Background: an optimization exercise with open tools, aiming at small area, a short achievable clock period and few clock cycles. Do not read the settings as production practice. Where RTL was checked, it was by simulation tests only, not by an equivalence proof against the original. Function not checked in runs 1 to 5: the RTL went through the layout flow alone.

`constraint.sdc`:
```
create_clock -name core_clock -period 6.5 [get_ports {clk}]
set_input_delay 1.3000 -clock core_clock [delete_from_list [all_inputs] [get_ports {clk}]]
set_output_delay 1.3000 -clock core_clock [all_outputs]
set_load 0.01 [all_outputs]
```
`design.v`:
```
module pred_expand (
    input  wire        clk,
    input  wire        rst,
    input  wire        cmd_valid,
    output wire        cmd_ready,
    input  wire [14:0] cmd_size,
    input  wire        in_valid,
    output wire        in_ready,
    input  wire [7:0]  in_data,
    input  wire        in_last,
    output wire        out_valid,
    input  wire        out_ready,
    output wire [7:0]  out_data,
    output wire        done_valid,
    output wire        done_err
);
    reg st_idle, st_hdr, st_res, st_zero, st_end, st_done;
    reg [14:0] remain;       
    reg [5:0]  opos;         
    reg [2:0]  pred;
    reg [2:0]  k;
    reg        c;
    reg        seen_last;
    reg        err;
    reg [31:0] bbuf;         
    reg [5:0]  rp;           
    reg [2:0]  wp;           
    wire [5:0] bcnt = {wp, 3'd0} - rp;    
    reg        t_valid;
    reg [8:0]  t_u;
    reg        o_valid;
    reg [7:0]  o_data;
    reg [7:0]  hist [1:7];
    wire o_free  = !o_valid || out_ready;
    wire x_take  = t_valid && o_free;
    wire t_free  = !t_valid || o_free;
    wire active  = st_hdr || st_res || st_zero;
    assign in_ready = !seen_last && ((active && bcnt <= 6'd24) || st_end);
    wire in_fire = in_valid && in_ready;
    wire [31:0] r1 = rp[0] ? {bbuf[0],    bbuf[31:1]}  : bbuf;
    wire [31:0] r2 = rp[1] ? {r1[1:0],    r1[31:2]}    : r1;
    wire [31:0] r3 = rp[2] ? {r2[3:0],    r2[31:4]}    : r2;
    wire [31:0] r4 = rp[3] ? {r3[7:0],    r3[31:8]}    : r3;
    wire [23:0] w  = rp[4] ? {r4[7:0],    r4[31:16]}   : r4[23:0];
    wire [15:0] nz  = ~w[15:0];
    wire        a8  = |nz[7:0];
    wire [7:0]  h8  = a8 ? nz[7:0] : nz[15:8];
    wire        a4  = |h8[3:0];
    wire [3:0]  h4  = a4 ? h8[3:0] : h8[7:4];
    wire        a2  = |h4[1:0];
    wire [1:0]  h2  = a2 ? h4[1:0] : h4[3:2];
    wire [3:0]  z   = {!a8, !a4, !a2, !h2[0]};
    wire        esc = ~|nz;
    wire [22:0] wz     = w[23:1] >> z;           
    wire [7:0]  kmask  = (8'd1 << k) - 8'd1;
    wire [6:0]  field  = wz[6:0] & kmask[6:0];
    wire [10:0] u_n    = ({7'd0, z} << k) | {4'd0, field};
    wire [7:0]  u_e    = w[23:16];
    wire [8:0]  u9     = esc ? {1'b0, u_e} : u_n[8:0];
    reg  [23:0] bthermo;     
    integer j;
    always @(*) begin
        for (j = 0; j < 24; j = j + 1)
            bthermo[j] = (bcnt > j[5:0]);
    end
    wire [15:0] zmask  = bthermo >> k;          
    wire        have_n = |(nz & zmask);
    wire        have_e = (bcnt >= 6'd24);
    wire        have_r = have_n || (esc && have_e);
    wire        grow   = esc ? ({3'd0, u_e} >= (11'd2 << k)) : (z >= 4'd2);
    wire        shrink  = (k != 3'd0) &&
                         (esc ? ({3'd0, u_e} < (11'd1 << (k - 3'd1))) : (z == 4'd0 && !w[k]));
    wire [2:0]  k_next = grow  ? ((k == 3'd7) ? 3'd7 : k + 3'd1) :
                         (shrink && c) ? k - 3'd1 : k;
    wire        c_next = shrink && !c && !grow;
    wire        hdr_zero = (w[2:0] == 3'd7);
    wire        have_h   = hdr_zero ? (bcnt >= 6'd3) : (bcnt >= 6'd6);
    wire act_hdr = st_hdr  && t_free;
    wire act_res = st_res  && t_free;
    wire act_zer = st_zero && t_free;
    wire take_h  = act_hdr && have_h;
    wire take_r  = act_res && have_r;
    wire starved = ((act_hdr && !have_h) || (act_res && !have_r)) && seen_last;
    wire emit    = take_r || act_zer;
    wire [5:0] rpk    = rp + 6'd1 + {3'd0, k};
    wire [5:0] rz3    = z[3] ? rpk + 6'd8 : rpk;
    wire [5:0] rz2    = z[2] ? rz3 + 6'd4 : rz3;
    wire [5:0] rz1    = z[1] ? rz2 + 6'd2 : rz2;
    wire [5:0] rz0    = z[0] ? rz1 + 6'd1 : rz1;
    wire [5:0] rp_res = esc ? {rp[5:3] + 3'd3, rp[2:0]} : rz0;
    wire [5:0] rp_hdr = rp + (hdr_zero ? 6'd3 : 6'd6);
    reg [7:0] p;
    always @(*) begin
        case (pred)
            3'd0:    p = o_data;
            3'd1:    p = hist[1];
            3'd2:    p = hist[3];
            3'd3:    p = hist[7];
            3'd4:    p = {o_data[6:0], 1'b0} - hist[1];
            default: p = 8'd0;
        endcase
    end
    wire [7:0] r = t_u[8:1] ^ {8{t_u[0]}};
    reg  [7:0] x;
    always @(*) begin
        case (pred)
            3'd5:    x = t_u[7:0] ^ hist[7];
            3'd7:    x = 8'd0;
            default: x = p + r;
        endcase
    end
    assign out_valid  = o_valid;
    assign out_data   = o_data;
    assign cmd_ready  = st_idle;
    assign done_valid = st_done;
    assign done_err   = err;
    wire start = st_idle && cmd_valid;
    integer n;
    always @(posedge clk) begin
        if (in_fire) begin
            case (wp[1:0])
                2'd0: bbuf[7:0]   <= in_data;
                2'd1: bbuf[15:8]  <= in_data;
                2'd2: bbuf[23:16] <= in_data;
                default: bbuf[31:24] <= in_data;
            endcase
        end
        if (emit) t_u <= u9;
        if (x_take) begin
            o_data  <= x;
            hist[1] <= o_data;
            for (n = 2; n < 8; n = n + 1) hist[n] <= hist[n-1];
        end
        if (rst) begin
            st_idle   <= 1'b1;
            st_hdr    <= 1'b0;
            st_res    <= 1'b0;
            st_zero   <= 1'b0;
            st_end    <= 1'b0;
            st_done   <= 1'b0;
            remain    <= 15'd0;
            opos      <= 6'd0;
            pred      <= 3'd0;
            k         <= 3'd0;
            c         <= 1'b0;
            seen_last <= 1'b0;
            err       <= 1'b0;
            rp        <= 6'd0;
            wp        <= 3'd0;
            t_valid   <= 1'b0;
            o_valid   <= 1'b0;
        end else begin
            if (take_r)      rp <= rp_res;
            else if (take_h) rp <= rp_hdr;
            wp   <= wp + {2'b0, in_fire};
            if (in_fire && in_last) seen_last <= 1'b1;
            if (emit)        t_valid <= 1'b1;
            else if (x_take) t_valid <= 1'b0;
            if (x_take)         o_valid <= 1'b1;
            else if (out_ready) o_valid <= 1'b0;
            if (take_h) begin
                pred <= w[2:0];
                k    <= w[5:3];
                c    <= 1'b0;
            end
            if (take_r) begin
                k <= k_next;
                c <= c_next;
            end
            if (emit) begin
                remain <= remain - 15'd1;
                opos   <= opos + 6'd1;
            end
            if (start) begin
                st_idle   <= 1'b0;
                st_hdr    <= 1'b1;
                remain    <= cmd_size;
                opos      <= 6'd0;
                rp        <= 6'd0;
                wp        <= 3'd0;
                seen_last <= 1'b0;
                err       <= 1'b0;
            end
            if (take_h) begin
                st_hdr  <= 1'b0;
                st_zero <= hdr_zero;
                st_res  <= !hdr_zero;
            end
            if (emit && (remain == 15'd1 || opos == 6'd63)) begin
                st_res  <= 1'b0;
                st_zero <= 1'b0;
                st_end  <= (remain == 15'd1);
                st_hdr  <= (remain != 15'd1);
            end
            if (starved) begin
                err     <= 1'b1;
                st_hdr  <= 1'b0;
                st_res  <= 1'b0;
                st_end  <= 1'b1;
            end
            if (st_end && seen_last && !t_valid && o_free) begin
                st_end  <= 1'b0;
                st_done <= 1'b1;
            end
            if (st_done) begin
                st_done <= 1'b0;
                st_idle <= 1'b1;
            end
        end
        if (rst || start) begin
            o_data <= 8'd0;
            for (n = 1; n < 8; n = n + 1) hist[n] <= 8'd0;
        end
    end
endmodule
```
`run.sh`:
```
#!/bin/bash
# synth_recipe.tcl (not shown) runs the flow's synth.tcl, then flattens the netlist and writes it again
# the make line also repeats each setting of config.mk as NAME=value (left out here)
make -C /OpenROAD-flow-scripts/flow DESIGN_CONFIG=/design/flow/config.mk WORK_HOME=/design/flow/orfs CLKGATE_MAP_FILE= SYNTH_SCRIPT=/design/flow/synth_recipe.tcl finish
```
`config.mk`:
```
export PLATFORM = sky130hd
export DESIGN_NAME = pred_expand
export DESIGN_NICKNAME = pred_expand
export VERILOG_FILES = /design/flow/design.v
export SDC_FILE = /design/flow/constraint.sdc
export NUM_CORES = 4
export LEC_CHECK = 0
export ABC_AREA = 1
export CAP_MARGIN = 20
export CORE_MARGIN = 2
export CORE_UTILIZATION = 40
export PLACE_DENSITY = 0.6
export SLEW_MARGIN = 20
```
==> flow_summary.toml, run 1 <==
[synthesis]
yosys.area.top_type = "dfxtp_1"
syn-cell-area_mm2 = 0.01243
synth-seq-cells = 152
syn-num-nets = 2022
yosysWarnings = 2
synthFlopType = "dfxtp_1"
syn_inst = 1932
yosys.cell_count.top_type = "nand2_1"
synth_top_area_share_pct = 17.88
synth-edff-count = 41
netlist_top_cells_count = "436 x nand2_1, 314 x nand3_1, 211 x nor2_1"
syn-mean-instance-area_um2 = 6.432
synthTopCellsByArea = "dfxtp_1 18%, nand2_1 13%, nand3_1 13%"
synth_cell_types = 65
ys_async_sr_fraction_pct = 0
seq_area_frac_synth_pct = 27.79

[floorplan]
core-area_mm2 = 0.03059
chipHeight_um = 180.3
design.die.area_mm2 = 0.03249
core.rowCount = 64
pin_count = 42
die_w_um = 180.3
initial_core_util_pct = 40.62

[clock_tree]
cts.sinks = 152
cts_inserted_buffers = 17
clk_path_buf_depth = 2
cts_tree = "built"
path_clk_slew_ps = 80
htree_levels = 4
clkLatencyLatePin_ps = 460
post_cts_buffers = 0
cts-root-buf = "clkbuf_16"
cts_resized = 0
cts_hold_buf = 0

[sta]
fin_crit_ps = 4931
rsz0062_at_grt = "false"
fin_crit_sh_pct = 75.86
fin_setup_tns_ps = 0
hold_viol = 0
finClkSkew_ps = 19.46
final_max_slew_viol_count = 0
fmax_mhz = 202.8
tightest_slew_ps = 1023
slew_headroom_pct = 31.28
hold_ws_ps = 458.0
setup_slack_ps = 1569
finalSetupViolCount = 0

[global_route]
grt_first_pass_wirelength_um = 62330
grt.total_usage_pct = 23.66
grt_pass1_vias = 11740
grt_overflow_total = 0
grt_max_degree = 68
antenna_found_initial = 0

[setup_path]
worstSetupStartpointType = "flip-flop"
crit_path_max_fanout = 40
path_common_cell = "nand2_1"
cp.required_ps = 5200
critical_path.top_delay_family = "buffers and inverters"
crit_slowest_cell = "clkdlybuf4s50_1"
arrival_ps = 3630
crit_type = "flip-flop to primary output"
end_kind = "primary output"
worstPathBufferInverterCount = 4
cpPeakStageDelay_ps = 530
path_cells = "inv_2 -> ha_1 -> nand2_1 -> o21ai_1 -> xnor2_1 -> inv_2 -> nand3_1 -> o311ai_0 -> nand2_1 -> nand2_1 -> inv_1 -> clkdlybuf4s50_1"

[finish]
regArea_mm2 = 0.003453
antenna_cells = 0
layout-drive-gt1-share_pct = 5.904
n_fill_cell = 3192
area_growth_pct = 9.837
fin_nets = 2008
multi_input_area_mm2 = 0.007876

[route]
routedWlPerCell_um = 16.76
routed_via_density = 5.546
dr_wl_met3_um = 2765
route.met2.wl_um = 17490
route.antenna.remaining_nets = 0
dr.max_layer_used = "met4"
vias = 12910
drt_iter0_drc = 1209
wirelength_um = 39010
met1Wirelength_um = 17790
firstDrtPassIters = 5
drc = 0

[flow_run]
cap_violations = 0

[placement]
io_buffers = 41
gp_congestion = 0.9310
dpl.hpwl_um = 28620
place_ws_ps = 1686

[hold_path]
hold_class = "flip-flop to flip-flop"

[outcome]
outcome = "finished clean"
[flip-flops by register name, summed over array words and instances (netlist names), 3 cells and up]
| name | flops |
|---|---|
| pred | 3 |
| wp | 3 |
| hist | 56 |
| remain | 15 |
| t_u | 9 |
| o_data | 8 |
| opos | 6 |
| bbuf | 32 |
| k | 3 |
| rp | 6 |
[worst paths after layout]
kind	from	endpoint	slack, ps	depth (start not counted)
setup / recovery	rp[0]$_SDFFE_PP0P_	in_ready	1570	12
hold / removal	st_done$_SDFF_PP0_	st_done$_SDFF_PP0_	460	1
setup reg to reg	rp[0]$_SDFFE_PP0P_	remain[12]$_SDFFE_PP0P_	1610	22
hold reg to reg	st_done$_SDFF_PP0_	st_done$_SDFF_PP0_	460	1
[logic make-up (layout without fill, tap and decap cells)]
group / Yosys count / after routing / synth area share [%]
simple gates: 1053 / 1053 / 37.32
compound gates: 358 / 358 / 16.23
buf+inv: 264 / 263 / 8.991
flops: 152 / 152 / 27.79
fa+ha+maj: 61 / 61 / 6.323
xor+xnor: 41 / 41 / 3.101
mux: 3 / 3 / 0.2417
[metal layers]
| metal | vias to the layer above | GRT usage, % |
|---|---|---|
| li1 | 6473 | - |
| met1 | 5863 | 32.79 |
| met2 | 505 | 37.44 |
| met3 | 64 | 3.557 |
| met4 | 0 | 8.323 |
| met5 | - | 0 |
[layout make-up]
type | count | area share (%)
repair buffers | 60 | 4.033
well taps | 396 | 3.630
multi-input cells | 1516 | 57.70
clock inverters | 12 | 1.109
inverters | 171 | 4.721
clock buffers | 20 | 3.502
flip-flops and latches | 152 | 25.30
[stage by stage]
step                      utilization, %  instances  area (µm²)
after detailed placement           42.53       2294       13010
after floorplan                        -       1932       12430
final                              44.62       2327       13650
after global placement             42.53       2294       13010
after CTS                          44.59       2326       13640
after global routing               44.62       2327       13650
[worst register-to-register path, cell delays in order, from the launching register on]
cell	delay, ps
dfxtp_1	320
inv_2	500
ha_1	400
nand2_1	180
o21ai_1	230
xnor2_1	260
inv_2	150
nor2_4	310
nand2_1	160
o22ai_1	230
nand2_1	80
nand2_1	100
nand2_1	60
nand3_1	110
nand4_1	110
nor2_1	130
nand3_2	170
nand2_4	210
nand2_2	340
inv_2	200
nand2_2	220
o21ai_0	240
a21oi_1	60
[layout by cell type (no fill, tap or decap), types with 6 or more instances in the layout]
cell type	instances
a21oi_1	115
nand4_1	12
nor3_1	16
edfxtp_1	41
nor2_1	209
xnor2_1	13
inv_1	158
o21ai_1	34
or2_2	7
nand2_2	17
buf_4	18
a21oi_2	6
o21ai_0	137
clkbuf_16	18
inv_2	8
a221oi_1	6
clkdlybuf4s50_1	41
dfxtp_1	111
nand3_1	314
ha_1	58
nand2_1	436
xor2_1	26
nand3b_1	6
o211ai_1	20
==> run 2, diff against run 1 <==
--- a/design.v
+++ b/design.v
@@ -24,7 +24,7 @@
     reg        err;
     reg [31:0] bbuf;         
-    reg [5:0]  rp;           
-    reg [2:0]  wp;           
-    wire [5:0] bcnt = {wp, 3'd0} - rp;    
+    reg [4:0]  rp;           
+    reg [1:0]  wp;           
+    reg [5:0]  bcnt;         
     reg        t_valid;
     reg [8:0]  t_u;
@@ -58,11 +58,11 @@
     wire [7:0]  u_e    = w[23:16];
     wire [8:0]  u9     = esc ? {1'b0, u_e} : u_n[8:0];
-    reg  [23:0] bthermo;     
+    wire [6:0]  bck    = {1'b0, bcnt} - 7'd1 - {4'd0, k};
+    reg  [15:0] zmask;
     integer j;
     always @(*) begin
-        for (j = 0; j < 24; j = j + 1)
-            bthermo[j] = (bcnt > j[5:0]);
-    end
-    wire [15:0] zmask  = bthermo >> k;          
+        for (j = 0; j < 16; j = j + 1)
+            zmask[j] = !bck[6] && (bck[5:0] >= j[5:0]);
+    end
     wire        have_n = |(nz & zmask);
     wire        have_e = (bcnt >= 6'd24);
@@ -83,11 +83,12 @@
     wire starved = ((act_hdr && !have_h) || (act_res && !have_r)) && seen_last;
     wire emit    = take_r || act_zer;
-    wire [5:0] rpk    = rp + 6'd1 + {3'd0, k};
-    wire [5:0] rz3    = z[3] ? rpk + 6'd8 : rpk;
-    wire [5:0] rz2    = z[2] ? rz3 + 6'd4 : rz3;
-    wire [5:0] rz1    = z[1] ? rz2 + 6'd2 : rz2;
-    wire [5:0] rz0    = z[0] ? rz1 + 6'd1 : rz1;
-    wire [5:0] rp_res = esc ? {rp[5:3] + 3'd3, rp[2:0]} : rz0;
-    wire [5:0] rp_hdr = rp + (hdr_zero ? 6'd3 : 6'd6);
+    wire [4:0] rpk    = rp + 5'd1 + {2'd0, k};
+    wire [4:0] rp_res = esc ? {rp[4:3] + 2'd3, rp[2:0]} : rpk + {1'b0, z};
+    wire [4:0] rp_hdr = rp + (hdr_zero ? 5'd3 : 5'd6);
+    wire [5:0] bc_in  = bcnt + {in_fire, 3'd0};
+    wire [5:0] bck_in = bc_in - 6'd1 - {3'd0, k};
+    wire [5:0] bc_res = esc ? bc_in - 6'd24 : bck_in - {2'b0, z};
+    wire [5:0] bc_hdr = bc_in - (hdr_zero ? 6'd3 : 6'd6);
+    wire [5:0] bc_dec = take_r ? bc_res : take_h ? bc_hdr : bc_in;
     reg [7:0] p;
     always @(*) begin
@@ -119,5 +120,5 @@
     always @(posedge clk) begin
         if (in_fire) begin
-            case (wp[1:0])
+            case (wp)
                 2'd0: bbuf[7:0]   <= in_data;
                 2'd1: bbuf[15:8]  <= in_data;
@@ -146,6 +147,7 @@
             seen_last <= 1'b0;
             err       <= 1'b0;
-            rp        <= 6'd0;
-            wp        <= 3'd0;
+            rp        <= 5'd0;
+            wp        <= 2'd0;
+            bcnt      <= 6'd0;
             t_valid   <= 1'b0;
             o_valid   <= 1'b0;
@@ -153,5 +155,6 @@
             if (take_r)      rp <= rp_res;
             else if (take_h) rp <= rp_hdr;
-            wp   <= wp + {2'b0, in_fire};
+            wp   <= wp + {1'b0, in_fire};
+            bcnt <= bc_dec;
             if (in_fire && in_last) seen_last <= 1'b1;
             if (emit)        t_valid <= 1'b1;
@@ -177,6 +180,7 @@
                 remain    <= cmd_size;
                 opos      <= 6'd0;
-                rp        <= 6'd0;
-                wp        <= 3'd0;
+                rp        <= 5'd0;
+                wp        <= 2'd0;
+                bcnt      <= 6'd0;
                 seen_last <= 1'b0;
                 err       <= 1'b0;
==> flow_summary.toml, run 2 <==
[route]
routed_via_density = 5.504
dr_wl_met3_um = 2017
dr.max_layer_used = "met4"
drc = 0
met1Wirelength_um = 16840
route.antenna.remaining_nets = 0
drt_iter0_drc = 1056
wirelength_um = 35930
routedWlPerCell_um = 16.40
vias = 12060
firstDrtPassIters = 8
route.met2.wl_um = 16190

[setup_path]
reg2reg_depth = 26
arrival_ps = 5540
path_common_cell = "nand3_1"
crit_slowest_cell = "a21oi_2"
worstPathBufferInverterCount = 3
crit_type = "flip-flop to flip-flop"
r2r-end = "rp[4]$_SDFFE_PP0P_"
r2r_slack_ps = 1280
critical_path.top_delay_family = "simple AND/OR/NAND/NOR gates"
r2r_start = "rp[1]$_SDFFE_PP0P_"
worstSetupStartpointType = "flip-flop"
cpPeakStageDelay_ps = 550
crit_path_end = "rp[4]$_SDFFE_PP0P_"
end_kind = "flip-flop"
cp.required_ps = 6820
crit_path_max_fanout = 36
path_depth = 26
startpoint = "rp[1]$_SDFFE_PP0P_"

[placement]
gp_congestion = 0.9427
io_buffers = 41
dpl.hpwl_um = 26530

[floorplan]
die_w_um = 176.1
design.die.area_mm2 = 0.03101
core-area_mm2 = 0.02940
core.rowCount = 63
chipHeight_um = 176.1
initial_core_util_pct = 40.30
pin_count = 42

[sta]
fin_crit_ps = 5220
finClkSkew_ps = 23.38
hold_viol = 0
rsz0062_at_grt = "false"
final_max_slew_viol_count = 0
fin_setup_tns_ps = 0
hold_ws_ps = 464.0
tightest_slew_ps = 1031
fin_crit_sh_pct = 80.30
fmax_mhz = 191.6
finalSetupViolCount = 0
slew_headroom_pct = 30.72

[synthesis]
ys_async_sr_fraction_pct = 0
synth-edff-count = 41
synth-seq-cells = 156
syn-mean-instance-area_um2 = 6.652
syn-cell-area_mm2 = 0.01185
syn-num-nets = 1885
netlist_top_cells_count = "365 x nand2_1, 305 x nand3_1, 200 x nor2_1"
yosys.cell_count.top_type = "nand2_1"
yosys.area.top_type = "dfxtp_1"
synthFlopType = "dfxtp_1"
seq_area_frac_synth_pct = 29.82
synth_cell_types = 55
synthTopCellsByArea = "dfxtp_1 19%, nand3_1 13%, nand2_1 12%"
yosysWarnings = 2
syn_inst = 1781
synth_top_area_share_pct = 19.43

[hold_path]
hold_class = "flip-flop to flip-flop"

[clock_tree]
cts.sinks = 156
path_clk_slew_ps = 70
post_cts_buffers = 0
cts_inserted_buffers = 17
cts-root-buf = "clkbuf_16"
cts_resized = 0
clk_path_buf_depth = 2
cts_tree = "built"
htree_levels = 4
cts_hold_buf = 0
clkLatencyLatePin_ps = 460

[finish]
final_cell_mix = "365 x nand2_1, 305 x nand3_1, 198 x nor2_1"
layout-drive-gt1-share_pct = 5.386
top_regs = "hist: 56 flops, bbuf: 32 flops, remain: 15 flops"
fin_nets = 1892
antenna_cells = 0
regMostFlops = "hist"
largest_reg_flops = 56
area_growth_pct = 11.38
layout.cells.most_common = "nand2_1"

[global_route]
grt.total_usage_pct = 23.60
grt_pass1_vias = 11270
grt_first_pass_wirelength_um = 58420
antenna_found_initial = 0
grt_overflow_total = 0
grt_max_degree = 76

[outcome]
outcome = "finished clean"

[flow_run]
cap_violations = 0
run 2: tightest hold or removal path: cells and delay by family (launching register included):
kind             cells  cell delay [ps]
AND/OR/NAND/NOR      2              120
flip-flops           1              320
run 2: kinds of logic (layout without fill, tap and decap cells):
logic type / count (synthesis) / count (layout) / share of synthesized area, %
and+or+nand+nor: 944 / 944 / 34.92
xor gates and xnor gates: 44 / 44 / 3.253
adders and majority gates: 75 / 75 / 8.491
buffers and inverters: 245 / 265 / 8.639
AOI/OAI and AO/OA: 317 / 317 / 14.87
DFF: 156 / 156 / 29.82
run 2: area by class of cell:
class	instances	area [µm²]
Fill cell	3040	16210
Multi-Input combinational cell	1380	7311
Sequential cell	156	3533
Inverter	171	648.1
Timing Repair Buffer	62	568.0
Clock buffer	21	493.0
Tap cell	390	488.0
Clock inverter	11	155.1
run 2: stage by stage:
stage	utilization, %	area [µm²]	cells	setup WS (ps)
after global placement	42.66	12540	2159	1379
after global routing	44.88	13200	2191	835.8
after CTS	44.86	13190	2191	1349
after detailed placement	42.66	12540	2159	1348
after floorplan	-	11850	1781	2391
final	44.88	13200	2191	1280
run 2: metal layers:
metal / global-route usage (%) / vias to the layer above
met4: 7.920 / 0
met1: 32.24 / 5568
met3: 4.436 / 62
met5: 0 / -
met2: 37.47 / 405
li1: - / 6025
run 2: worst min-delay path by stage:
| stage | from | depth (start not counted) | end | slack (ps) |
|---|---|---|---|---|
| after CTS | hist[2][0]$_SDFFE_PP0P_ | 2 | hist[3][0]$_SDFFE_PP0P_ | 470 |
| after detailed placement | hist[5][5]$_SDFFE_PP0P_ | 2 | hist[6][5]$_SDFFE_PP0P_ | 470 |
| after floorplan | opos[4]$_SDFFE_PP0P_ | 2 | opos[4]$_SDFFE_PP0P_ | 440 |
| final | hist[6][3]$_SDFFE_PP0P_ | 2 | hist[7][3]$_SDFFE_PP0P_ | 460 |
| after global routing | opos[4]$_SDFFE_PP0P_ | 2 | opos[4]$_SDFFE_PP0P_ | 480 |
| after global placement | opos[4]$_SDFFE_PP0P_ | 2 | opos[4]$_SDFFE_PP0P_ | 460 |
==> run 3, diff against run 2 <==
--- a/design.v
+++ b/design.v
@@ -18,4 +18,5 @@
     reg [14:0] remain;       
     reg [5:0]  opos;         
+    reg        emit_d;
     reg [2:0]  pred;
     reg [2:0]  k;
@@ -52,22 +53,39 @@
     wire [3:0]  z   = {!a8, !a4, !a2, !h2[0]};
     wire        esc = ~|nz;
-    wire [22:0] wz     = w[23:1] >> z;           
-    wire [7:0]  kmask  = (8'd1 << k) - 8'd1;
-    wire [6:0]  field  = wz[6:0] & kmask[6:0];
-    wire [10:0] u_n    = ({7'd0, z} << k) | {4'd0, field};
+    reg  [15:0] zoh;
+    reg  [15:0] ones;        
+    reg  [6:0]  fw;          
+    integer i, j;
+    always @(*) begin
+        ones[0] = w[0];
+        for (j = 1; j < 16; j = j + 1)
+            ones[j] = ones[j-1] & w[j];
+        zoh[0] = nz[0];
+        for (j = 1; j < 16; j = j + 1)
+            zoh[j] = nz[j] & ones[j-1];
+        for (i = 0; i < 7; i = i + 1) begin
+            fw[i] = 1'b0;
+            for (j = 0; j < 16; j = j + 1)
+                fw[i] = fw[i] | (zoh[j] & w[j + 1 + i]);
+        end
+    end
+    reg  [8:0]  u_n;
+    always @(*) begin
+        for (i = 0; i < 9; i = i + 1)
+            u_n[i] = (i < k) ? fw[i] : (i - k < 4) ? z[i - k] : 1'b0;
+    end
     wire [7:0]  u_e    = w[23:16];
-    wire [8:0]  u9     = esc ? {1'b0, u_e} : u_n[8:0];
-    wire [6:0]  bck    = {1'b0, bcnt} - 7'd1 - {4'd0, k};
-    reg  [15:0] zmask;
-    integer j;
-    always @(*) begin
-        for (j = 0; j < 16; j = j + 1)
-            zmask[j] = !bck[6] && (bck[5:0] >= j[5:0]);
-    end
+    wire [8:0]  u9     = esc ? {1'b0, u_e} : u_n;
+    reg  [23:0] bthermo;     
+    always @(*) begin
+        for (j = 0; j < 24; j = j + 1)
+            bthermo[j] = (bcnt > j[5:0]);
+    end
+    wire [15:0] zmask  = bthermo >> k;          
     wire        have_n = |(nz & zmask);
-    wire        have_e = (bcnt >= 6'd24);
+    wire        have_e = bthermo[23];
     wire        have_r = have_n || (esc && have_e);
     wire        grow   = esc ? ({3'd0, u_e} >= (11'd2 << k)) : (z >= 4'd2);
-    wire        shrink  = (k != 3'd0) &&
+    wire        shrink = (k != 3'd0) &&
                          (esc ? ({3'd0, u_e} < (11'd1 << (k - 3'd1))) : (z == 4'd0 && !w[k]));
     wire [2:0]  k_next = grow  ? ((k == 3'd7) ? 3'd7 : k + 3'd1) :
@@ -75,5 +93,5 @@
     wire        c_next = shrink && !c && !grow;
     wire        hdr_zero = (w[2:0] == 3'd7);
-    wire        have_h   = hdr_zero ? (bcnt >= 6'd3) : (bcnt >= 6'd6);
+    wire        have_h   = hdr_zero ? bthermo[2] : bthermo[5];
     wire act_hdr = st_hdr  && t_free;
     wire act_res = st_res  && t_free;
@@ -83,12 +101,21 @@
     wire starved = ((act_hdr && !have_h) || (act_res && !have_r)) && seen_last;
     wire emit    = take_r || act_zer;
+    wire last_job    = emit_d ? (remain == 15'd2) : (remain == 15'd1);
+    wire last_stripe = emit_d ? (opos == 6'd62)   : (opos == 6'd63);
     wire [4:0] rpk    = rp + 5'd1 + {2'd0, k};
-    wire [4:0] rp_res = esc ? {rp[4:3] + 2'd3, rp[2:0]} : rpk + {1'b0, z};
+    wire [4:0] rz3    = z[3] ? rpk + 5'd8 : rpk;
+    wire [4:0] rz2    = z[2] ? rz3 + 5'd4 : rz3;
+    wire [4:0] rz1    = z[1] ? rz2 + 5'd2 : rz2;
+    wire [4:0] rz0    = z[0] ? rz1 + 5'd1 : rz1;
+    wire [4:0] rp_res = esc ? {rp[4:3] + 2'd3, rp[2:0]} : rz0;
     wire [4:0] rp_hdr = rp + (hdr_zero ? 5'd3 : 5'd6);
-    wire [5:0] bc_in  = bcnt + {in_fire, 3'd0};
-    wire [5:0] bck_in = bc_in - 6'd1 - {3'd0, k};
-    wire [5:0] bc_res = esc ? bc_in - 6'd24 : bck_in - {2'b0, z};
-    wire [5:0] bc_hdr = bc_in - (hdr_zero ? 6'd3 : 6'd6);
-    wire [5:0] bc_dec = take_r ? bc_res : take_h ? bc_hdr : bc_in;
+    wire [5:0] bck    = bcnt - 6'd1 - {3'd0, k};
+    wire [5:0] bz3    = z[3] ? bck - 6'd8 : bck;
+    wire [5:0] bz2    = z[2] ? bz3 - 6'd4 : bz3;
+    wire [5:0] bz1    = z[1] ? bz2 - 6'd2 : bz2;
+    wire [5:0] bz0    = z[0] ? bz1 - 6'd1 : bz1;
+    wire [5:0] bc_res = esc ? bcnt - 6'd24 : bz0;
+    wire [5:0] bc_hdr = bcnt - (hdr_zero ? 6'd3 : 6'd6);
+    wire [5:0] bc_dec = take_r ? bc_res : take_h ? bc_hdr : bcnt;
     reg [7:0] p;
     always @(*) begin
@@ -127,5 +154,5 @@
             endcase
         end
-        if (emit) t_u <= u9;
+        if (t_free) t_u <= u9;
         if (x_take) begin
             o_data  <= x;
@@ -142,4 +169,5 @@
             remain    <= 15'd0;
             opos      <= 6'd0;
+            emit_d    <= 1'b0;
             pred      <= 3'd0;
             k         <= 3'd0;
@@ -156,5 +184,5 @@
             else if (take_h) rp <= rp_hdr;
             wp   <= wp + {1'b0, in_fire};
-            bcnt <= bc_dec;
+            bcnt <= bc_dec + {in_fire, 3'd0};
             if (in_fire && in_last) seen_last <= 1'b1;
             if (emit)        t_valid <= 1'b1;
@@ -171,5 +199,6 @@
                 c <= c_next;
             end
-            if (emit) begin
+            emit_d <= emit;
+            if (emit_d) begin
                 remain <= remain - 15'd1;
                 opos   <= opos + 6'd1;
@@ -180,4 +209,5 @@
                 remain    <= cmd_size;
                 opos      <= 6'd0;
+                emit_d    <= 1'b0;
                 rp        <= 5'd0;
                 wp        <= 2'd0;
@@ -191,9 +221,9 @@
                 st_res  <= !hdr_zero;
             end
-            if (emit && (remain == 15'd1 || opos == 6'd63)) begin
+            if (emit && (last_job || last_stripe)) begin
                 st_res  <= 1'b0;
                 st_zero <= 1'b0;
-                st_end  <= (remain == 15'd1);
-                st_hdr  <= (remain != 15'd1);
+                st_end  <= last_job;
+                st_hdr  <= !last_job;
             end
             if (starved) begin
==> flow_summary.toml, run 3 <==
[outcome]
outcome = "finished clean"

[synthesis]
netlist_top_cells_count = "385 x nand2_1, 250 x nand3_1, 208 x nor2_1"
synthFlopType = "dfxtp_1"
synth-edff-count = 41
syn-num-nets = 2077
yosys.area.top_type = "dfxtp_1"
synth_top_area_share_pct = 17.85
yosys.cell_count.top_type = "nand2_1"
synth_cell_types = 65
seq_area_frac_synth_pct = 27.32
syn_inst = 1971
syn-cell-area_mm2 = 0.01301
synthTopCellsByArea = "dfxtp_1 18%, nand2_1 11%, nand3_1 9.6%"
ys_async_sr_fraction_pct = 0
yosysWarnings = 4
syn-mean-instance-area_um2 = 6.600
synth-seq-cells = 157

[global_route]
grt_pass1_vias = 12520
grt_max_degree = 71
antenna_found_initial = 0
grt.total_usage_pct = 25.49
grt_first_pass_wirelength_um = 68140
grt_overflow_total = 0

[floorplan]
design.die.area_mm2 = 0.03398
chipHeight_um = 184.3
die_w_um = 184.3
core.rowCount = 66
pin_count = 42
core-area_mm2 = 0.03229
initial_core_util_pct = 40.29

[sta]
hold_viol = 0
finalSetupViolCount = 0
tightest_slew_ps = 956.4
slew_headroom_pct = 35.75
rsz0062_at_grt = "false"
finClkSkew_ps = 16.16
setup_slack_ps = 1637
fin_setup_tns_ps = 0
fin_crit_ps = 4864
fmax_mhz = 205.6
fin_crit_sh_pct = 74.82
final_max_slew_viol_count = 0

[finish]
layout.cells.most_common = "nand2_1"
regMostFlops = "hist"
largest_reg_flops = 56
fin_area_mm2 = 0.01438
final_cell_mix = "385 x nand2_1, 250 x nand3_1, 206 x nor2_1"
antenna_cells = 0
final_util_pct = 44.55
top_regs = "hist: 56 flops, bbuf: 32 flops, remain: 15 flops"
area_growth_pct = 10.57
fin_nets = 2075
layout-drive-gt1-share_pct = 6.357

[route]
vias = 13700
drc = 0
route.antenna.remaining_nets = 0
wirelength_um = 42970
routed_via_density = 5.650
routedWlPerCell_um = 17.73
firstDrtPassIters = 6
drt_iter0_drc = 1481

[setup_path]
r2r-end = "bcnt[4]$_SDFF_PP0_"
startpoint = "rp[0]$_SDFFE_PP0P_"
worstSetupStartpointType = "flip-flop"
r2r_start = "rp[0]$_SDFFE_PP0P_"
reg2reg_depth = 28
path_depth = 28
crit_path_max_fanout = 34
path_common_cell = "nand2_1"
worstPathBufferInverterCount = 5
r2r_slack_ps = 1640
crit_slowest_cell = "nand2_1"
critical_path.top_delay_family = "simple AND/OR/NAND/NOR gates"
end_kind = "flip-flop"
arrival_ps = 5180
cpPeakStageDelay_ps = 420
crit_type = "flip-flop to flip-flop"
crit_path_end = "bcnt[4]$_SDFF_PP0_"
cp.required_ps = 6820

[hold_path]
whs_path_depth = 2
hold_class = "flip-flop to flip-flop"

[clock_tree]
clkLatencyLatePin_ps = 450
cts_hold_buf = 0
cts_inserted_buffers = 17
path_clk_slew_ps = 80
clk_path_buf_depth = 2
post_cts_buffers = 0
cts_resized = 0
cts.sinks = 157
htree_levels = 4
cts-root-buf = "clkbuf_16"
cts_tree = "built"

[placement]
place_ws_ps = 1742
dpl.hpwl_um = 32100
gp_congestion = 1.013
dpl_cell_area_mm2 = 0.01375
io_buffers = 41

[flow_run]
cap_violations = 0
==> run 3: cell count changes after synthesis, sizes merged, moves of 15 or more <==
cell	previous run	this run
inv	166	208
o22ai	2	18
nand3	306	256
clkbuf	37	52
nand2	377	405
nor3	18	39
o21ai	146	183
==> run 3: area by class of cell <==
| type | count | area [µm²] |
|---|---|---|
| fillers | 3332 | 17900 |
| multi-input cells | 1511 | 8239 |
| flip-flops and latches | 157 | 3553 |
| inverters | 216 | 820.8 |
| repair buffers | 66 | 598.1 |
| well taps | 442 | 553.0 |
| clock buffers | 17 | 425.4 |
| clock inverters | 15 | 193.9 |
==> run 3: worst min path at each step <==
stage	slack (ps)	endpoint	from
detailed placement	460	err$_SDFFE_PP0P_	err$_SDFFE_PP0P_
global placement	440	err$_SDFFE_PP0P_	err$_SDFFE_PP0P_
floorplan	440	hist[3][7]$_SDFFE_PP0P_	hist[3][7]$_SDFFE_PP0P_
global route	490	err$_SDFFE_PP0P_	err$_SDFFE_PP0P_
finish	470	err$_SDFFE_PP0P_	err$_SDFFE_PP0P_
CTS	480	err$_SDFFE_PP0P_	err$_SDFFE_PP0P_
==> run 3: cells by family (layout without fill, tap and decap cells) <==
kind of cell / Yosys count / after routing / share of synthesized area (%)
AND/OR/NAND/NOR: 959 / 959 / 33.04
adder cells (fa/ha/maj): 77 / 77 / 7.637
AO/OA/AOI/OAI: 433 / 433 / 19.64
buffers and inverters: 303 / 314 / 9.541
flip-flops: 157 / 157 / 27.32
XOR/XNOR: 42 / 42 / 2.828
==> run 3: metal layers <==
metal	vias to the layer above	wire length, µm	GRT usage [%]
li1	6728	-	-
met1	6425	19680	35.10
met2	485	19570	40.72
met3	57	2888	4.307
met4	0	831	7.712
met5	-	0	0
==> run 3: stage by stage <==
step / instances / hold WS, ps
CTS: 2424 / 477.0
finish: 2424 / 468.5
detailed placement: 2392 / 458.2
global placement: 2392 / 441.9
floorplan: 1971 / 444.2
global route: 2424 / 494.4
==> run 3: worst min-delay path: cells and delay by family (launching register included) <==
kind             cells  cell delay (ps)
AND/OR/NAND/NOR      1               50
flip-flops           1              330
AO/OA/AOI/OAI        1               50
==> run 4, diff against run 3 <==
--- a/config.mk
+++ b/config.mk
@@ -11,3 +11,4 @@
 export CORE_UTILIZATION = 40
 export PLACE_DENSITY = 0.6
+export SETUP_SLACK_MARGIN = 3
 export SLEW_MARGIN = 20
==> flow_summary.toml, run 4 <==
[setup_path]
arrival_ps = 4240
path_common_cell = "nand3_2"
crit_slowest_cell = "dfxtp_4"
worstPathBufferInverterCount = 3
r2r_slack_ps = 2600
end_kind = "flip-flop"
r2r-end = "bcnt[5]$_SDFF_PP0_"
worstSetupStartpointType = "flip-flop"
reg2reg_depth = 27
crit_type = "flip-flop to flip-flop"
r2r_start = "rp[0]$_SDFFE_PP0P_"
crit_path_max_fanout = 7
cp.required_ps = 6840
critical_path.top_delay_family = "simple AND/OR/NAND/NOR gates"
cpPeakStageDelay_ps = 490

[synthesis]
ys_async_sr_fraction_pct = 0
synth-edff-count = 41
synthMuxAreaShare_pct = 0
synthFlopType = "dfxtp_1"
synthTopCellsByArea = "dfxtp_1 18%, nand2_1 11%, nand3_1 9.6%"
netlist_top_cells_count = "385 x nand2_1, 250 x nand3_1, 208 x nor2_1"
yosysWarnings = 4
synth_cell_types = 65
synth_compound_area_share_pct = 19.64
yosys.cell_count.top_type = "nand2_1"
synth_top_area_share_pct = 17.85
syn-num-nets = 2077
syn-mean-instance-area_um2 = 6.600
synth-simple-area-share_pct = 33.04
syn-cell-area_mm2 = 0.01301
synth_top_family_by_area = "simple AND/OR/NAND/NOR gates"
synth-seq-cells = 157
yosys.area.top_type = "dfxtp_1"
synth-adder-area-share_pct = 7.637
syn_inst = 1971
synth_xor_xnor_area_share_pct = 2.828
seq_area_frac_synth_pct = 27.32

[clock_tree]
htree_levels = 4
path_clk_slew_ps = 70
clk_path_buf_depth = 2
cts_tree = "built"
cts-root-buf = "clkbuf_16"
cts_hold_buf = 0
cts_inserted_buffers = 17
cts.sinks = 157
clkLatencyLatePin_ps = 450

[hold_path]
hold_end = "st_done$_SDFF_PP0_"
whs_path_depth = 1
hold_class = "flip-flop to flip-flop"
hp-start = "st_done$_SDFF_PP0_"

[finish]
fin_nets = 2198
final_cell_mix = "328 x nand2_1, 181 x nor2_1, 169 x inv_1"
area_growth_pct = 35.44
top_regs = "hist: 56 flops, bbuf: 32 flops, remain: 15 flops"
antenna_cells = 0
layout-drive-gt1-share_pct = 28.60
largest_reg_flops = 56
regMostFlops = "hist"
layout.cells.most_common = "nand2_1"

[placement]
io_buffers = 41
dpl.hpwl_um = 32350
gp_congestion = 0.9906

[sta]
hold_viol = 0
tightest_slew_ps = 805.5
fmax_mhz = 256.4
fin_crit_sh_pct = 60.01
slew_headroom_pct = 45.94
final_max_slew_viol_count = 0
rsz0062_at_grt = "true"
fin_setup_tns_ps = 0
finalSetupViolCount = 0
finClkSkew_ps = 13.40
fin_crit_ps = 3900

[global_route]
antenna_found_initial = 0
grt_first_pass_wirelength_um = 72510
grt_overflow_total = 0
grt_pass1_vias = 13320
grt.total_usage_pct = 27.15
grt_max_degree = 71

[route]
route.antenna.remaining_nets = 0
wirelength_um = 48760
drc = 0
routed_via_density = 5.806
drt_iter0_drc = 1720
firstDrtPassIters = 7
routedWlPerCell_um = 19.14
vias = 14790

[floorplan]
core-area_mm2 = 0.03229
pin_count = 42
die_w_um = 184.3
core.rowCount = 66
initial_core_util_pct = 40.29
design.die.area_mm2 = 0.03398
chipHeight_um = 184.3

[flow_run]
cap_violations = 0

[outcome]
outcome = "finished clean"
[run 4: cell counts after synthesis]
No cell type changed its count.
[run 4: cells by family (layout without fill, tap and decap cells)]
group,Yosys count,count (layout)
and+or+nand+nor,959,959
AOI/OAI and AO/OA,433,433
buffers and inverters,303,437
DFF,157,157
adders and majority gates,77,77
xor gates and xnor gates,42,42
[run 4: worst register-to-register path, delay by kind of cell (launching register included)]
kind	cells	cell delay, ps
xor gates and xnor gates	1	100
buffers and inverters	3	360
and+or+nand+nor	19	2100
AOI/OAI and AO/OA	2	380
adders and majority gates	2	360
DFF	1	490
[run 4: timing repair]
item                       4_1_cts  5_1_grt
buffers inserted                53       67
pin swaps                       33      132
gates resized for setup        218      309
cloned                           6        1
setup endpoints to repair      113       59
[run 4: per-stage QoR]
step	cell area (µm²)	setup WS [ps]	util [%]	hold slack, ps	std cells
floorplan	13070	3016	-	444.2	1971
global placement	13740	1655	42.56	444.4	2388
detailed placement	13740	1613	42.56	445.2	2388
CTS	15740	2754	48.75	457.9	2479
global route	17620	2455	54.57	471.6	2547
finish	17620	2600	54.57	455.6	2547
[run 4: how the worst max path moves through the flow]
| stage | start | end | slack [ps] | depth (start not counted) |
|---|---|---|---|---|
| 6_report | rp[0]$_SDFFE_PP0P_ | bcnt[5]$_SDFF_PP0_ | 2600 | 27 |
| 5_1_grt | rp[0]$_SDFFE_PP0P_ | bcnt[5]$_SDFF_PP0_ | 2460 | 27 |
| 4_1_cts | rp[0]$_SDFFE_PP0P_ | bcnt[4]$_SDFF_PP0_ | 2750 | 28 |
| 3_5_place_dp | rp[0]$_SDFFE_PP0P_ | bcnt[4]$_SDFF_PP0_ | 1610 | 28 |
| 3_3_place_gp | rp[0]$_SDFFE_PP0P_ | bcnt[4]$_SDFF_PP0_ | 1660 | 28 |
| 2_1_floorplan | k[0]$_SDFFE_PP0P_ | bcnt[4]$_SDFF_PP0_ | 3020 | 23 |
[run 4: final cells by class]
| type | count | area (µm²) |
|---|---|---|
| Tap cell | 442 | 553.0 |
| Multi-Input combinational cell | 1511 | 10210 |
| Inverter | 216 | 929.6 |
| Fill cell | 3010 | 14670 |
| Clock buffer | 22 | 454.2 |
| Sequential cell | 157 | 3586 |
| Timing Repair Buffer | 187 | 1793 |
| Timing Repair inverter | 2 | 27.53 |
| Clock inverter | 10 | 66.31 |
[run 4: layer usage]
layer	vias to the layer above	share of wire (%)	global-route usage, %
met5	-	0	0
li1	7008	-	-
met1	7019	43	36.55
met2	641	46	43.79
met4	0	3.2	8.960
met3	119	7.3	4.920
==> run 5, diff against run 4 <==
--- a/config.mk
+++ b/config.mk
@@ -11,4 +11,4 @@
 export CORE_UTILIZATION = 40
 export PLACE_DENSITY = 0.6
-export SETUP_SLACK_MARGIN = 3
+export SETUP_SLACK_MARGIN = 2
 export SLEW_MARGIN = 20
==> flow_summary.toml, run 5 <==
[outcome]
outcome = "finished clean"

[flow_run]
cap_violations = 0

[floorplan]
core-area_mm2 = 0.03229
chipHeight_um = 184.3
pin_count = 42
design.die.area_mm2 = 0.03398
die_w_um = 184.3
core.rowCount = 66
initial_core_util_pct = 40.29

[sta]
fin_crit_sh_pct = 64.90
final_max_slew_viol_count = 0
setup_slack_ps = 2281
tightest_slew_ps = 972.1
rsz0062_at_grt = "false"
finalSetupViolCount = 0
fin_setup_tns_ps = 0
finClkSkew_ps = 15.81
slew_headroom_pct = 34.69
fin_crit_ps = 4219
hold_viol = 0
fmax_mhz = 237.0

[clock_tree]
path_clk_slew_ps = 80
cts.sinks = 157
cts_tree = "built"
cts-root-buf = "clkbuf_16"
clkLatencyLatePin_ps = 450
htree_levels = 4
clk_path_buf_depth = 2
cts_inserted_buffers = 17
cts_hold_buf = 0

[placement]
dpl.hpwl_um = 32100
place_ws_ps = 1742
gp_congestion = 1.013
io_buffers = 41

[global_route]
grt_first_pass_wirelength_um = 68220
grt_max_degree = 71
grt.total_usage_pct = 25.52
antenna_found_initial = 0
grt_overflow_total = 0
grt_pass1_vias = 12560

[synthesis]
synthFlopType = "dfxtp_1"
synth-seq-cells = 157
syn-cell-area_mm2 = 0.01301
yosys.area.top_type = "dfxtp_1"
yosysWarnings = 4
synth-edff-count = 41
ys_async_sr_fraction_pct = 0
syn-num-nets = 2077
netlist_top_cells_count = "385 x nand2_1, 250 x nand3_1, 208 x nor2_1"
synth_cell_types = 65
seq_area_frac_synth_pct = 27.32
synthTopCellsByArea = "dfxtp_1 18%, nand2_1 11%, nand3_1 9.6%"
syn_inst = 1971
syn-mean-instance-area_um2 = 6.600
synth_top_area_share_pct = 17.85
yosys.cell_count.top_type = "nand2_1"

[setup_path]
critical_path.top_delay_family = "simple AND/OR/NAND/NOR gates"
path_cells = "buf_12 -> clkinv_8 -> nand2_1 -> nand3_1 -> nand3_1 -> nand3_1 -> nand3_1 -> nand2_4 -> inv_1 -> nor2_2 -> inv_1 -> nor2_2 -> o21ai_0 -> nor2_1 -> buf_4 -> nand3_1 -> xor2_1 -> nand2_1 -> o211ai_1 -> ha_1 -> inv_1 -> nor2_1"
r2r-end = "bcnt[4]$_SDFF_PP0_"
reg2reg_depth = 22
cpPeakStageDelay_ps = 480
crit_slowest_cell = "nor2_1"
crit_type = "flip-flop to flip-flop"
path_common_cell = "nand3_1"
worstPathBufferInverterCount = 6
r2r_start = "rp[0]$_SDFFE_PP0P_"
arrival_ps = 4540
worstSetupStartpointType = "flip-flop"
r2r_slack_ps = 2280
cp.required_ps = 6820
end_kind = "flip-flop"
crit_path_max_fanout = 33

[finish]
n_fill_cell = 3323
area_growth_pct = 12.51
top_regs = "hist: 56 flops, bbuf: 32 flops, remain: 15 flops"
antenna_cells = 0
layout-drive-gt1-share_pct = 8.062
largest_reg_flops = 56
final_util_pct = 45.33
layout.cells.most_common = "nand2_1"
fin_nets = 2090
regMostFlops = "hist"
final_cell_mix = "382 x nand2_1, 250 x nand3_1, 200 x nor2_1"

[route]
routedWlPerCell_um = 17.81
wirelength_um = 43440
vias = 13730
routed_via_density = 5.629
drt_iter0_drc = 1400
firstDrtPassIters = 9
drc = 0
route.antenna.remaining_nets = 0

[hold_path]
hold_end = "err$_SDFFE_PP0P_"
hold_class = "flip-flop to flip-flop"
whs_path_depth = 2
hp-start = "err$_SDFFE_PP0P_"
## run 5: through the flow
stage	cells	hold slack [ps]	instance area (µm²)
after floorplan	1971	444.2	13010
after global placement	2392	441.9	13750
after detailed placement	2392	458.2	13750
after CTS	2425	477.0	14400
after global routing	2439	494.4	14640
final	2439	468.8	14640
## run 5: layout make-up
class | count | area (µm²) | area share, %
clock buffers | 17 | 425.4 | 2.906
clock inverters | 15 | 193.9 | 1.325
repair buffers | 80 | 737.0 | 5.035
well taps | 442 | 553.0 | 3.778
repair inverters | 1 | 5.005 | 0.03419
flip-flops and latches | 157 | 3555 | 24.29
multi-input cells | 1511 | 8325 | 56.88
inverters | 216 | 842.1 | 5.753
## run 5: kinds of logic after synthesis
group	after synthesis	share of synthesized area, %
adder cells (fa/ha/maj)	77	7.637
flip-flops	157	27.32
AND/OR/NAND/NOR	959	33.04
buffers and inverters	303	9.541
XOR/XNOR	42	2.828
AO/OA/AOI/OAI	433	19.64
## run 5: worst max-delay path by stage
stage | from | to | cells past startpoint
after floorplan | k[0]$_SDFFE_PP0P_ | bcnt[4]$_SDFF_PP0_ | 23
after global placement | rp[2]$_SDFFE_PP0P_ | bcnt[4]$_SDFF_PP0_ | 24
after detailed placement | rp[0]$_SDFFE_PP0P_ | bcnt[4]$_SDFF_PP0_ | 28
after CTS | rp[0]$_SDFFE_PP0P_ | bcnt[4]$_SDFF_PP0_ | 27
after global routing | rp[0]$_SDFFE_PP0P_ | bcnt[5]$_SDFF_PP0_ | 28
final | rp[0]$_SDFFE_PP0P_ | bcnt[4]$_SDFF_PP0_ | 22
## run 5: tightest hold or removal path, cell delays in order, from the launching register on
cell and delay, ps:
dfxtp_1 330, nand2_1 50, o21ai_0 50
## run 5: timing repair
| action | CTS | global route |
|---|---|---|
| pin swaps | 0 | 8 |
| buffers inserted | 1 | 12 |
| gates resized for setup | 6 | 29 |
| gates cloned | 0 | 2 |
| setup endpoints to repair | 3 | 14 |
## run 5: per-layer routing
metal,share of wire (%),track usage [%],wire length (µm)
met1,46,34.94,19770
met2,45,40.72,19680
met3,7.0,4.446,3025
met4,2.2,8.128,962
met5,0,0,0
==> run 6, diff against run 5 <==
--- a/design.v
+++ b/design.v
@@ -110,12 +110,13 @@
     wire [4:0] rp_res = esc ? {rp[4:3] + 2'd3, rp[2:0]} : rz0;
     wire [4:0] rp_hdr = rp + (hdr_zero ? 5'd3 : 5'd6);
-    wire [5:0] bck    = bcnt - 6'd1 - {3'd0, k};
+    wire [5:0] bc_in  = bcnt + {in_fire, 3'd0};
+    wire [5:0] bck    = bc_in - 6'd1 - {3'd0, k};
     wire [5:0] bz3    = z[3] ? bck - 6'd8 : bck;
     wire [5:0] bz2    = z[2] ? bz3 - 6'd4 : bz3;
     wire [5:0] bz1    = z[1] ? bz2 - 6'd2 : bz2;
     wire [5:0] bz0    = z[0] ? bz1 - 6'd1 : bz1;
-    wire [5:0] bc_res = esc ? bcnt - 6'd24 : bz0;
-    wire [5:0] bc_hdr = bcnt - (hdr_zero ? 6'd3 : 6'd6);
-    wire [5:0] bc_dec = take_r ? bc_res : take_h ? bc_hdr : bcnt;
+    wire [5:0] bc_res = esc ? bc_in - 6'd24 : bz0;
+    wire [5:0] bc_hdr = bc_in - (hdr_zero ? 6'd3 : 6'd6);
+    wire [5:0] bc_dec = take_r ? bc_res : take_h ? bc_hdr : bc_in;
     reg [7:0] p;
     always @(*) begin
@@ -184,5 +185,5 @@
             else if (take_h) rp <= rp_hdr;
             wp   <= wp + {1'b0, in_fire};
-            bcnt <= bc_dec + {in_fire, 3'd0};
+            bcnt <= bc_dec;
             if (in_fire && in_last) seen_last <= 1'b1;
             if (emit)        t_valid <= 1'b1;
--- a/config.mk
+++ b/config.mk
@@ -9,6 +9,6 @@
 export CAP_MARGIN = 20
 export CORE_MARGIN = 2
-export CORE_UTILIZATION = 40
-export PLACE_DENSITY = 0.6
+export CORE_UTILIZATION = 65
+export PLACE_DENSITY = 0.75
 export SETUP_SLACK_MARGIN = 2
 export SLEW_MARGIN = 20
==> flow_summary.toml, run 6 <==
[outcome]
outcome = "finished clean"

[finish]
fin_nets = 2145
layout.cells.most_common = "nand2_1"
area_growth_pct = 8.495
n_fill_cell = 1762
regMostFlops = "hist"
final_cell_mix = "465 x nand2_1, 244 x nand3_1, 220 x nor2_1"
antenna_cells = 0
largest_reg_flops = 56
layout-drive-gt1-share_pct = 7.943
top_regs = "hist: 56 flops, bbuf: 32 flops, remain: 15 flops"

[clock_tree]
htree_levels = 4
cts-root-buf = "clkbuf_16"
path_clk_slew_ps = 70
cts.sinks = 157
clk_path_buf_depth = 2
cts_tree = "built"
cts_inserted_buffers = 17
clkLatencyLatePin_ps = 440
cts_hold_buf = 0

[setup_path]
crit_slowest_cell = "dfxtp_4"
path_cells = "inv_6 -> nand2_1 -> nand3_1 -> nand3_1 -> nand3_1 -> nand3_1 -> nand2_2 -> nand2_4 -> nor2_8 -> nand2_4 -> clkinv_1 -> nand2_2 -> inv_2 -> nand2_1 -> nand2_1 -> nand2_2 -> nand2_1 -> nand2_1 -> o21ai_0 -> a21oi_1"
arrival_ps = 4430
r2r-end = "rp[0]$_SDFFE_PP0P_"
crit_type = "flip-flop to flip-flop"
worstSetupStartpointType = "flip-flop"
startpoint = "rp[0]$_SDFFE_PP0P_"
crit_path_max_fanout = 33
r2r_start = "rp[0]$_SDFFE_PP0P_"
end_kind = "flip-flop"
cp.required_ps = 6780
reg2reg_depth = 20
cpPeakStageDelay_ps = 580
r2r_slack_ps = 2350
path_common_cell = "nand2_1"

[synthesis]
syn-mean-instance-area_um2 = 6.519
yosys.area.top_type = "dfxtp_1"
ys_async_sr_fraction_pct = 0
synth_xor_xnor_area_share_pct = 2.637
syn-cell-area_mm2 = 0.01329
synth_compound_area_share_pct = 17.94
syn-num-nets = 2143
synth-adder-area-share_pct = 7.384
netlist_top_cells_count = "467 x nand2_1, 244 x nand3_1, 222 x nor2_1"
synthFlopType = "dfxtp_1"
syn_inst = 2038
synth-seq-cells = 157
yosysWarnings = 4
synthTopCellsByArea = "dfxtp_1 17%, nand2_1 13%, edfxtp_1 9.3%"
synthMuxAreaShare_pct = 0.3014
synth-simple-area-share_pct = 35.64
seq_area_frac_synth_pct = 26.75
synth_top_family_by_area = "simple AND/OR/NAND/NOR gates"
synth_top_area_share_pct = 17.48
yosys.cell_count.top_type = "nand2_1"
synth_cell_types = 63
synth-edff-count = 41

[placement]
dpl.hpwl_um = 30190
place_ws_ps = 1794
io_buffers = 41
gp_congestion = 1.050

[route]
route.antenna.remaining_nets = 0
drc = 0
routed_via_density = 6.235
vias = 14480
firstDrtPassIters = 7
drt_iter0_drc = 1914
wirelength_um = 40990
routedWlPerCell_um = 17.65

[floorplan]
core-area_mm2 = 0.02017
chipHeight_um = 147.0
design.die.area_mm2 = 0.02160
initial_core_util_pct = 65.87
die_w_um = 147.0
pin_count = 42
core.rowCount = 52

[hold_path]
hp-start = "st_done$_SDFF_PP0_"
hold_class = "flip-flop to flip-flop"
whs_path_depth = 1
hold_end = "st_done$_SDFF_PP0_"

[sta]
rsz0062_at_grt = "false"
slew_headroom_pct = 34.06
finClkSkew_ps = 12.01
fmax_mhz = 241.0
hold_viol = 0
fin_crit_ps = 4149
tightest_slew_ps = 978.8
fin_crit_sh_pct = 63.83
fin_setup_tns_ps = 0
setup_slack_ps = 2351
finalSetupViolCount = 0
final_max_slew_viol_count = 0

[global_route]
grt_max_degree = 72
grt.total_usage_pct = 37.78
grt_first_pass_wirelength_um = 66430
antenna_found_initial = 0
grt_pass1_vias = 13230
grt_overflow_total = 0

[flow_run]
cap_violations = 0
## run 6: area by class of cell
class                      instances  area [µm²]  share of cell area, %
multi-input combinational       1589        8536                  59.22
sequential                       157        3562                  24.71
inverter                         207       793.3                  5.503
timing repair buffer              68       613.1                  4.253
clock buffer                      19       454.2                  3.151
tap                              270       337.8                  2.344
clock inverter                    12       117.6                 0.8160
## run 6: repair_timing
item	CTS	global route
setup buffers	0	3
resized for setup	3	19
setup endpoints to repair	8	15
## run 6: worst max-delay path by stage
stage	end	slack, ps	depth (start not counted)
after global placement	k[0]$_SDFFE_PP0P_	1840	25
after detailed placement	rp[0]$_SDFFE_PP0P_	1790	20
final	rp[0]$_SDFFE_PP0P_	2350	20
after CTS	bcnt[4]$_SDFF_PP0_	2030	27
after global routing	k[2]$_SDFFE_PP0P_	2010	25
after floorplan	bcnt[4]$_SDFF_PP0_	2930	20
## run 6: kinds of logic after synthesis
family / count (synthesis)
AOI/OAI and AO/OA: 409
and+or+nand+nor: 1060
adders and majority gates: 76
DFF: 157
muxes: 4
buffers and inverters: 292
xor gates and xnor gates: 40
## run 6: critical path, delay by kind of cell, from the launching register on
family / cells / cell delay [ps]
compound gates: 2 / 500
flops: 1 / 580
buf+inv: 3 / 530
simple gates: 15 / 2350
## run 6: layer usage
layer / routed length [µm] / part of all wire (%) / vias to the layer above / GRT usage [%]
met5: 0 / 0 / - / 0
met4: 1894 / 4.6 / 0 / 17.12
met3: 4592 / 11 / 174 / 7.826
met2: 17850 / 44 / 888 / 59.60
met1: 16650 / 41 / 6521 / 50.15
li1: - / - / 6895 / -
## run 6: metrics by stage
step | instance area (µm²) | util [%] | std cells | hold slack, ps
final | 14410 | 71.46 | 2322 | 469.8
after global routing | 14410 | 71.46 | 2322 | 495.0
after CTS | 14360 | 71.18 | 2319 | 473.9
after detailed placement | 13780 | 68.31 | 2288 | 464.5
after global placement | 13770 | 68.26 | 2288 | 443.7
after floorplan | 13290 | - | 2038 | 437.2
Testbench counts of run 6, summed over its fixed seeds: cycles 416,914.
==> run 7, diff against run 6 <==
--- a/config.mk
+++ b/config.mk
@@ -9,6 +9,6 @@
 export CAP_MARGIN = 20
 export CORE_MARGIN = 2
-export CORE_UTILIZATION = 65
-export PLACE_DENSITY = 0.75
-export SETUP_SLACK_MARGIN = 2
+export CORE_UTILIZATION = 40
+export PLACE_DENSITY = 0.6
+export SETUP_SLACK_MARGIN = 2.5
 export SLEW_MARGIN = 20
==> flow_summary.toml, run 7 <==
[setup_path]
crit_path_max_fanout = 35
path_common_cell = "nand3_1"
path_cells = "buf_12 -> nand2_1 -> nand3_1 -> nand3_1 -> nand3_1 -> nand3_1 -> nand2_4 -> nand2_2 -> nor2_8 -> nand3_2 -> nand3_2 -> nor2_2 -> buf_4 -> a21oi_2 -> nand2_2 -> nor2_1 -> inv_1 -> nor2_1 -> nand3_1 -> nand2_1 -> nand3_1 -> a21oi_2"
crit_path_end = "bcnt[5]$_SDFF_PP0_"
cpPeakStageDelay_ps = 360
r2r_slack_ps = 2690
worstSetupStartpointType = "flip-flop"
cp.required_ps = 6880
crit_type = "flip-flop to flip-flop"
crit_slowest_cell = "dfxtp_1"
end_kind = "flip-flop"
r2r-end = "bcnt[5]$_SDFF_PP0_"
startpoint = "rp[0]$_SDFFE_PP0P_"
reg2reg_depth = 22
arrival_ps = 4200
r2r_start = "rp[0]$_SDFFE_PP0P_"

[synthesis]
synth_top_area_share_pct = 17.48
ys_async_sr_fraction_pct = 0
synth_top_family_by_area = "simple AND/OR/NAND/NOR gates"
yosys.area.top_type = "dfxtp_1"
syn-num-nets = 2143
synth-seq-cells = 157
synth-edff-count = 41
synthTopCellsByArea = "dfxtp_1 17%, nand2_1 13%, edfxtp_1 9.3%"
yosys.cell_count.top_type = "nand2_1"
synth-simple-area-share_pct = 35.64
netlist_top_cells_count = "467 x nand2_1, 244 x nand3_1, 222 x nor2_1"
synthFlopType = "dfxtp_1"
syn-cell-area_mm2 = 0.01329
synthMuxAreaShare_pct = 0.3014
synth_compound_area_share_pct = 17.94
seq_area_frac_synth_pct = 26.75
synth_cell_types = 63
syn-mean-instance-area_um2 = 6.519
synth-adder-area-share_pct = 7.384
yosysWarnings = 4
syn_inst = 2038
synth_xor_xnor_area_share_pct = 2.637

[sta]
final_max_slew_viol_count = 0
fin_setup_tns_ps = 0
fmax_mhz = 262.2
fin_crit_ps = 3815
finalSetupViolCount = 0
fin_crit_sh_pct = 58.68
hold_ws_ps = 474.3
slew_headroom_pct = 51.78
hold_viol = 0
tightest_slew_ps = 722.5
finClkSkew_ps = 14.95
rsz0062_at_grt = "true"

[route]
route.antenna.remaining_nets = 0
routed_via_density = 5.657
wirelength_um = 43740
drc = 0
routedWlPerCell_um = 17.31
vias = 14300
drt_iter0_drc = 1531
firstDrtPassIters = 7

[finish]
regMostFlops = "hist"
fin_nets = 2177
area_growth_pct = 13.68
n_fill_cell = 3376
final_cell_mix = "457 x nand2_1, 243 x nand3_1, 215 x nor2_1"
top_regs = "hist: 56 flops, bbuf: 32 flops, remain: 15 flops"
layout-drive-gt1-share_pct = 10.89
antenna_cells = 0
final_util_pct = 46.30
layout.cells.most_common = "nand2_1"
largest_reg_flops = 56

[floorplan]
die_w_um = 186.2
core-area_mm2 = 0.03262
pin_count = 42
design.die.area_mm2 = 0.03469
initial_core_util_pct = 40.73
chipHeight_um = 186.2
core.rowCount = 66

[global_route]
grt_first_pass_wirelength_um = 68730
grt_pass1_vias = 13060
grt.total_usage_pct = 25.24
grt_max_degree = 71
grt_overflow_total = 0
antenna_found_initial = 0

[clock_tree]
clkLatencyLatePin_ps = 450
cts-root-buf = "clkbuf_16"
htree_levels = 4
cts_tree = "built"
cts_hold_buf = 0
cts_inserted_buffers = 17
clk_path_buf_depth = 2
cts.sinks = 157
path_clk_slew_ps = 80

[flow_run]
cap_violations = 0

[placement]
io_buffers = 41
dpl.hpwl_um = 32160
gp_congestion = 0.9706

[hold_path]
hold_class = "flip-flop to flip-flop"

[outcome]
outcome = "finished clean"
-- run 7: cell counts after synthesis --
No cell type changed its count.
-- run 7: critical path, delay by kind of cell (launching register included) --
family                 cells  cell delay, ps
and+or+nand+nor           17            2550
buffers and inverters      3             470
AOI/OAI and AO/OA          2             330
DFF                        1             360
-- run 7: metrics by stage --
stage / setup slack (ps) / std cells / instance area, µm²
floorplan: 2931 / 2038 / 13290
global route: 2445 / 2527 / 15100
global placement: 1837 / 2461 / 13990
finish: 2685 / 2527 / 15100
detailed placement: 1876 / 2461 / 13990
CTS: 2508 / 2495 / 14660
-- run 7: worst min-delay path by stage --
| stage | startpoint | to | slack, ps | cells after the start |
|---|---|---|---|---|
| after floorplan | c$_SDFFE_PP0P_ | c$_SDFFE_PP0P_ | 440 | 1 |
| after global placement | c$_SDFFE_PP0P_ | c$_SDFFE_PP0P_ | 450 | 1 |
| after detailed placement | c$_SDFFE_PP0P_ | c$_SDFFE_PP0P_ | 460 | 1 |
| after CTS | st_done$_SDFF_PP0_ | st_done$_SDFF_PP0_ | 480 | 1 |
| after global routing | st_done$_SDFF_PP0_ | st_done$_SDFF_PP0_ | 490 | 1 |
| final | st_done$_SDFF_PP0_ | st_done$_SDFF_PP0_ | 470 | 1 |
-- run 7: layer usage --
metal	GRT usage [%]	wire [µm]	vias up
li1	-	-	6955
met1	33.61	19470	6623
met2	40.03	19580	623
met3	5.841	3596	94
met4	8.913	1090	0
met5	0	0	-
-- run 7: logic make-up after synthesis --
| family | after synthesis |
|---|---|
| adder cells (fa/ha/maj) | 76 |
| AND/OR/NAND/NOR | 1060 |
| XOR/XNOR | 40 |
| multiplexers | 4 |
| flip-flops | 157 |
| buffers and inverters | 292 |
| AO/OA/AOI/OAI | 409 |
-- run 7: cell type report --
class | count | area, µm² | share of cell area [%]
Clock buffer | 17 | 425.4 | 2.817
Clock inverter | 15 | 126.4 | 0.8368
Inverter | 207 | 820.8 | 5.435
Multi-Input combinational cell | 1590 | 8728 | 57.80
Sequential cell | 157 | 3572 | 23.65
Tap cell | 442 | 553.0 | 3.662
Timing Repair Buffer | 98 | 870.8 | 5.766
Timing Repair inverter | 1 | 5.005 | 0.03314
-- run 7: timing repair --
action | 4_1_cts | 5_1_grt
gates resized for setup | 35 | 58
pin swaps | 1 | 11
setup endpoints to repair | 29 | 27
gates cloned | 1 | 1
setup buffers | 1 | 31

[re-timing with driven ports]
The flow's constraints put no driver on any port. The routed layouts listed below were extracted and timed again, unchanged, in two steps. Step 1 sets driving cells, clkbuf_16 on the clock port and buf_2 on the other inputs (assumed; they add their load-dependent delay and slew). Step 2 times the ports against the registers' clock, not the clock port: input delays grow and output delays shrink by t, the midpoint of the rising clock arrivals with the driver on. a / b / c = no drivers / after step 1 / after step 2; a / b = the first two.
run | t (ns) | slack for setup (ns) | latest minus earliest clock arrival (ns)
run 1 | 0.493 | 1.569 / 1.520 / 1.610 | 0.026 / 0.026
run 2 | 0.497 | 1.280 / 1.280 / 1.280 | 0.024 / 0.024
run 3 | 0.487 | 1.636 / 1.636 / 1.636 | 0.016 / 0.016
run 4 | 0.493 | 2.600 / 2.600 / 2.434 | 0.013 / 0.014
run 5 | 0.492 | 2.281 / 2.281 / 2.219 | 0.016 / 0.016
run 6 | 0.483 | 2.351 / 2.351 / 1.997 | 0.012 / 0.013
run 7 | 0.494 | 2.685 / 2.685 / 2.234 | 0.016 / 0.016
After both steps setup and hold are still met in every run listed. The setup slack of run 7, which loses most, moves by 0.000 ns with the drivers and by -0.451 ns with both steps.
